Source: an optimization exercise on an open RTL-to-GDS flow (aim: small area, a short achievable clock period and few clock cycles per item). Production flows keep margins and buffers that such runs may drop.
No functional check of the RTL was part of any run shown here.

==> flow/design.v, too long to show whole: its modules and the start of the top module <==
// module lattice_interp: 1671 lines
// module lattice_fa: 10 lines
module lattice_interp (
  input  wire        clk,
  input  wire        rst,
  input  wire        in_valid,
  input  wire [63:0] in_x,         
  output reg         in_ready,
  output reg         mem_rd,
  output reg  [16:0] mem_addr,
  input  wire [15:0] mem_rdata,    
  output reg         out_valid,
  output reg  [15:0] out_y
);
  // ...
==> flow/flow/run.sh <==
#!/bin/bash
# Standard layout, with plain buffers (buf_2) on the ports instead of the
# delay buffers the port-buffering step picks by default.
set -euo pipefail
bash standard.sh "BUFFER_PORTS_ARGS=-buffer_cell sky130_fd_sc_hd__buf_2" finish > standard.log 2>&1
==> flow/standard.sh <==
#!/bin/bash
# synth_recipe.tcl (not shown) runs the flow's synth.tcl, then flattens the netlist and writes it again
# the make line also repeats each setting of config.mk as NAME=value (left out here)
make -C /OpenROAD-flow-scripts/flow DESIGN_CONFIG=/design/flow/config.mk WORK_HOME=/design/flow/orfs CLKGATE_MAP_FILE= SYNTH_SCRIPT=/design/flow/synth_recipe.tcl "${@:-finish}"
==> flow/config.mk <==
export PLATFORM = sky130hd
export DESIGN_NAME = lattice_interp
export DESIGN_NICKNAME = lattice_interp
export VERILOG_FILES = /design/flow/design.v
export SDC_FILE = /design/flow/constraint.sdc
export NUM_CORES = 4
export LEC_CHECK = 0
export CAP_MARGIN = 20
export CORE_MARGIN = 2
export CORE_UTILIZATION = 40
export CTS_BUF_LIST = sky130_fd_sc_hd__clkbuf_4
export SLEW_MARGIN = 20
export SYNTH_HIERARCHICAL = 1
==> flow/constraint.sdc <==
create_clock -name core_clock -period 10.0 [get_ports {clk}]
set_input_delay 2.0000 -clock core_clock [delete_from_list [all_inputs] [get_ports {clk}]]
set_output_delay 2.0000 -clock core_clock [all_outputs]
set_load 0.01 [all_outputs]
==> metrics.md, run 1 <==
| Metric | Value |
|---|---|
| Outcome | timing/DRC/antenna clean |
| Startpoint of the tightest hold check path | w_reg[1] |
| Number of instances in the placed design | 2485 |
| Worst Hold Depth | 0 |
| Initial detailed-routing violation count | 794 |
| Net count of the mapped netlist | 2398 |
| Standard cell with the maximum stage delay on the critical path | sky130_fd_sc_hd__o311ai_0 |
| Setup slack after layout | 5100 ps |
| Cell area after technology mapping | 0.0189 mm2 |
| Routed metal-1 wirelength | 20000 um |
| RSZ-0062 raised after global routing | no |
| Final Hold Vio Count | 0 |
| Met3 Track Usage GR | 4.58% |
| Post-Synth Adder-Cell Area | 43.3% |
| Final period utilization | 49.0% |
| Vias/cell | 5.30 |
| Detailed-router iteration count before antenna repair | 16 |
| Clk pin slew, worst setup/hold paths | 60 ps |
| Endpoint of the worst-slack reg-to-reg timing path | out_y[15] |
| CTS tree | built |
| Kind of cell adding the most delay to the critical path | compound AO/OA/AOI/OAI gates |
| H-tree Lvls | 3 |
| Crit Path Category | reg -> reg |
| Clock latency reported for the late side of the worst-skew pair | 760 ps |
| Number of cells on the worst reg-to-reg path | 21 |
| Number of sinks on the clock net | 226 |
| Main flop type after synthesis | sky130_fd_sc_hd__dfxtp_1 |
| PortBufs | 118 |
| Biggest cell category by area in the final layout | multi-input gates |
| Worst reg2reg path startpoint | accn_s[0] |
| Highest achievable clock rate | 204 MHz |
| Warnings from Yosys | 7 |
| Min Clock Period, post-route | 4900 ps |
| Non-clock buffers, area share | 2.99% |
==> run 2, diff against run 1 <==
==> flow/run.sh (new file) <==
#!/bin/bash
# synth_recipe.tcl (not shown) runs the flow's synth.tcl, then flattens the netlist and writes it again
# the make line also repeats each setting of config.mk as NAME=value (left out here)
make -C /OpenROAD-flow-scripts/flow DESIGN_CONFIG=/design/flow/config.mk WORK_HOME=/design/flow/orfs CLKGATE_MAP_FILE= SYNTH_SCRIPT=/design/flow/synth_recipe.tcl finish
removed: flow/flow/run.sh
removed: flow/standard.sh
==> run 2 against run 1 <==
First-iteration DRC count down 12%. Clock-buffer cell count up 4.
==> metrics.md, run 2 <==
| Metric | Value |
|---|---|
| Outcome | timing/DRC/antenna clean |
| Number of instances in the placed design | 2489 (+0.16%) |
| Cell area after technology mapping | 0.0189 mm2 (unchanged) |
| Std cell rows | 79 |
| Die Span X | 221 um |
| Min Clock Period, post-route | 4800 ps (-103 ps) |
| Warnings from Yosys | 7 (unchanged) |
| Clk pin slew, worst setup/hold paths | 80 ps (+20 ps) |
| CORE AREA | 0.0467 mm2 |
| Largest net degree at the start of global routing | 63 |
| Initial core utilization | 40.6% |
| Startpoint types | register |
| WHS Endpoint | w2[4] |
| Final wirelength | 49900 um |
| Netlist cell types | 69 |
| Final standard cell area without fillers | 0.0215 mm2 |
| Crit Path Category | reg -> reg |
| Number of max-slew violations in the final report | 0 |
| Gate Count Post-Synth | 1838 |
| Detailed-router iteration count before antenna repair | 18 (+2) |
| Number of remaining DRC errors | 0 |
| Worst reg2reg path startpoint | accn_s[14] |
| H-tree Lvls | 3 (unchanged) |
| Number of post-CTS setup repair buffers | 0 |
| Count of final setup violators | 0 |
| Post-route non-filler standard cell count | 2611 |
| TritonCTS buffer count | 69 |
| Total vias in the final route | 13800 |
| CTS tree | built |
| Setup crit start | accn_s[14] |
| Initial detailed-routing violation count | 698 (-12%) |
| Wire length of the first global-routing pass | 81100 um |
| Number of antenna violations at the first check in global routing | 1 |
| Area fraction of the dominant cell type after synthesis | 31.2% |
| Endpoint of the worst-slack reg-to-reg timing path | out_y[15] |
| Number of sinks on the clock net | 226 (unchanged) |
| Total number of nets in the final design | 2513 |
| Wire length per cell after detailed routing | 19.1 um |
| Worst min-delay path class | reg -> reg |
| Asr flop ratio synth | 0% |
| Worst path required time | 10640 ps |
| Fraction of final layout cells with drive strength greater than 1 | 9.99% |
| Cells taking the most area after synthesis | sky130_fd_sc_hd__fa_1 31%, sky130_fd_sc_hd__dfxtp_1 21%, sky130_fd_sc_hd__ha_1 12% |
| Commonest cells in the synthesized netlist | 308 x sky130_fd_sc_hd__nand2_1, 295 x sky130_fd_sc_hd__fa_1, 198 x sky130_fd_sc_hd__dfxtp_1 |
| RSZ-0062 raised after global routing | no |
| Area growth, synth to finish | 13.6% |
| Setup slack, reg-to-reg | 5200 ps |
| Startpoint of the tightest hold check path | w_reg[4] |
| Main flop type after synthesis | sky130_fd_sc_hd__dfxtp_1 |
| Final Hold Vio Count | 0 (unchanged) |
| Leading cell types in the layout, fill and taps excluded | 308 x sky130_fd_sc_hd__nand2_1, 295 x sky130_fd_sc_hd__fa_1, 198 x sky130_fd_sc_hd__dfxtp_1, 182 x sky130_fd_sc_hd__ha_1, 165 x sky130_fd_sc_hd__inv_1 |
| Total cell area at the placement stage | 0.0206 mm2 |
| Number of cells on the worst reg-to-reg path | 18 (-14%) |
| Count of max-cap constraint violations | 0 |
| Vias/cell | 5.29 (-0.19%) |
| GRT Residual Overflow | 0 |
| Global placer's final weighted congestion | 0.953 |
| Headroom to the max-slew limit | 33.7% |
| Crit path arrival time | 5430 ps |
| Die area | 0.0491 mm2 |
| Total negative slack for setup checks | 0 ps |
| Clock latency reported for the late side of the worst-skew pair | 760 ps (about the same) |
| Count of cells resized by post-cts repair | 0 |
| Hold buffer count at cts | 0 |
| Total global-route track usage | 21.0% |
| Crit end category | register |
| Buffers from clock root to sink, at most | 3 |
| Net count of the mapped netlist | 2398 (unchanged) |
| Worst clock skew on the final layout | 75.0 ps |
| Floorplan die height | 221 um |
| Final period utilization | 48.0% (-1.0 points) |
| Yosys reg bits | 226 |
| Most common library cell in the layout ignoring fill and taps | sky130_fd_sc_hd__nand2_1 |
| Number of synthesized flops with an enable pin | 28 |
| Dominant cell type by area after synthesis | sky130_fd_sc_hd__fa_1 |
| Number of global-route vias before repair | 15300 |
| Biggest registers after layout | accn_c x32, accn_s x32, mem_addr x17 |
| Measured slew at the worst slew-check pin | 993 ps |
| Mean cell area of the mapped netlist | 10.3 um2 |
| Worst Hold Depth | 0 (unchanged) |
| Highest achievable clock rate | 209 MHz (+2.2%) |
| Post-route antenna net violation count | 0 |
| Maximum fanout count along the critical path | 11 |
| Share of synthesized area occupied by flip-flops and latches | 25.4% |
| Buffer cell driving the clock tree root | sky130_fd_sc_hd__clkbuf_4 |
| Placed wire-length estimate | 38800 um |
| Top Ports | 119 |
| PortBufs | 118 (unchanged) |
| Library cell with the highest instance count after synthesis | sky130_fd_sc_hd__nand2_1 |
==> run 2: how the worst max path moves through the flow <==
stage,endpoint,slack (ps),cells after the start
final,out_y[15],5200,18
after global routing,out_y[15],4680,21
after CTS,out_y[15],5210,21
after detailed placement,rge[4],4940,9
after global placement,rge[4],5080,8
after floorplan,out_y[1],5810,16
==> run 2: per-layer routing <==
layer / track usage [%] / part of all wire (%) / vias to the layer above / wire [um]
met5: 0 / 0 / - / 0
met4: 8.50 / 3.2 / 0 / 1620
met3: 4.89 / 6.6 / 114 / 3300
met2: 35.5 / 49 / 494 / 24400
met1: 26.0 / 41 / 6870 / 20600
li1: - / - / 6342 / -
==> run 2: critical path, cell delays in order, from the launching register on <==
cell,delay (ps)
sky130_fd_sc_hd__dfxtp_1,310
sky130_fd_sc_hd__inv_1,70
sky130_fd_sc_hd__ha_1,380
sky130_fd_sc_hd__nand4_1,170
sky130_fd_sc_hd__o21bai_1,160
sky130_fd_sc_hd__nor4_4,510
sky130_fd_sc_hd__a21boi_4,160
sky130_fd_sc_hd__o21a_2,260
sky130_fd_sc_hd__a21o_1,210
sky130_fd_sc_hd__or4_1,470
sky130_fd_sc_hd__and3_4,210
sky130_fd_sc_hd__ha_1,290
sky130_fd_sc_hd__nand4_1,100
sky130_fd_sc_hd__a211o_1,290
sky130_fd_sc_hd__a22oi_1,230
sky130_fd_sc_hd__buf_4,230
sky130_fd_sc_hd__nand3_2,170
sky130_fd_sc_hd__nor4_2,300
sky130_fd_sc_hd__xor2_1,160
==> run 2: per-module statistics from Yosys (local to each module, per instance) <==
module / copies in the design / cells inside
lattice_fa: 282 / 1
lattice_interp: 1 / 1556
==> run 2: cell families after synthesis <==
group,count (synthesis),share of synthesized area (%)
muxes,6,0.344
and+or+nand+nor,591,14.9
adders and majority gates,477,43.3
DFF,226,25.4
buffers and inverters,247,4.94
xor gates and xnor gates,54,2.50
AOI/OAI and AO/OA,237,8.70
==> run 2: layout make-up <==
type	instances	area, um2
diodes	1	2.50
repair buffers	126	1240
multi-input cells	1365	13200
flip-flops and latches	226	4800
well taps	607	759
clock inverters	31	196
fillers	4407	25200
inverters	165	619
clock buffers	90	676
==> run 2: per-stage QoR <==
step | hold WS, ps | utilization [%] | setup WS [ps]
floorplan | 310 | - | 5810
global placement | 311 | 44.2 | 5080
detailed placement | 312 | 44.2 | 4940
CTS | 307 | 46.0 | 5210
global route | 324 | 46.1 | 4680
finish | 272 | 46.1 | 5200

-- what the ideal ports hide --
The results above use ideal ports. As a check the final layouts listed here were re-extracted and re-timed, cells and wires unchanged.
Step 1, drivers: a clkbuf_16 drives clk and a buf_2 each remaining input, both assumed.
Step 2 also shifts input and output timing later by t, the mid clock arrival at the registers, as if the neighbouring blocks saw the same clock.
Three values: ideal, step 1, step 2; two values: the first two.
run	t, ns	setup slack, ns	worst setup path after step 2	worst data-port slew with drivers (ns)	cell pins on the clock port's net
run 1	0.784	5.101 / 5.101 / 5.101	register to register	0.04	1
run 2	0.777	5.205 / 5.205 / 5.195	input to register	0.06	1
After both steps setup and hold are still met in every run listed. For run 2, which loses most, drivers alone change the setup slack by 0.000 ns; drivers and shift together by -0.010 ns.
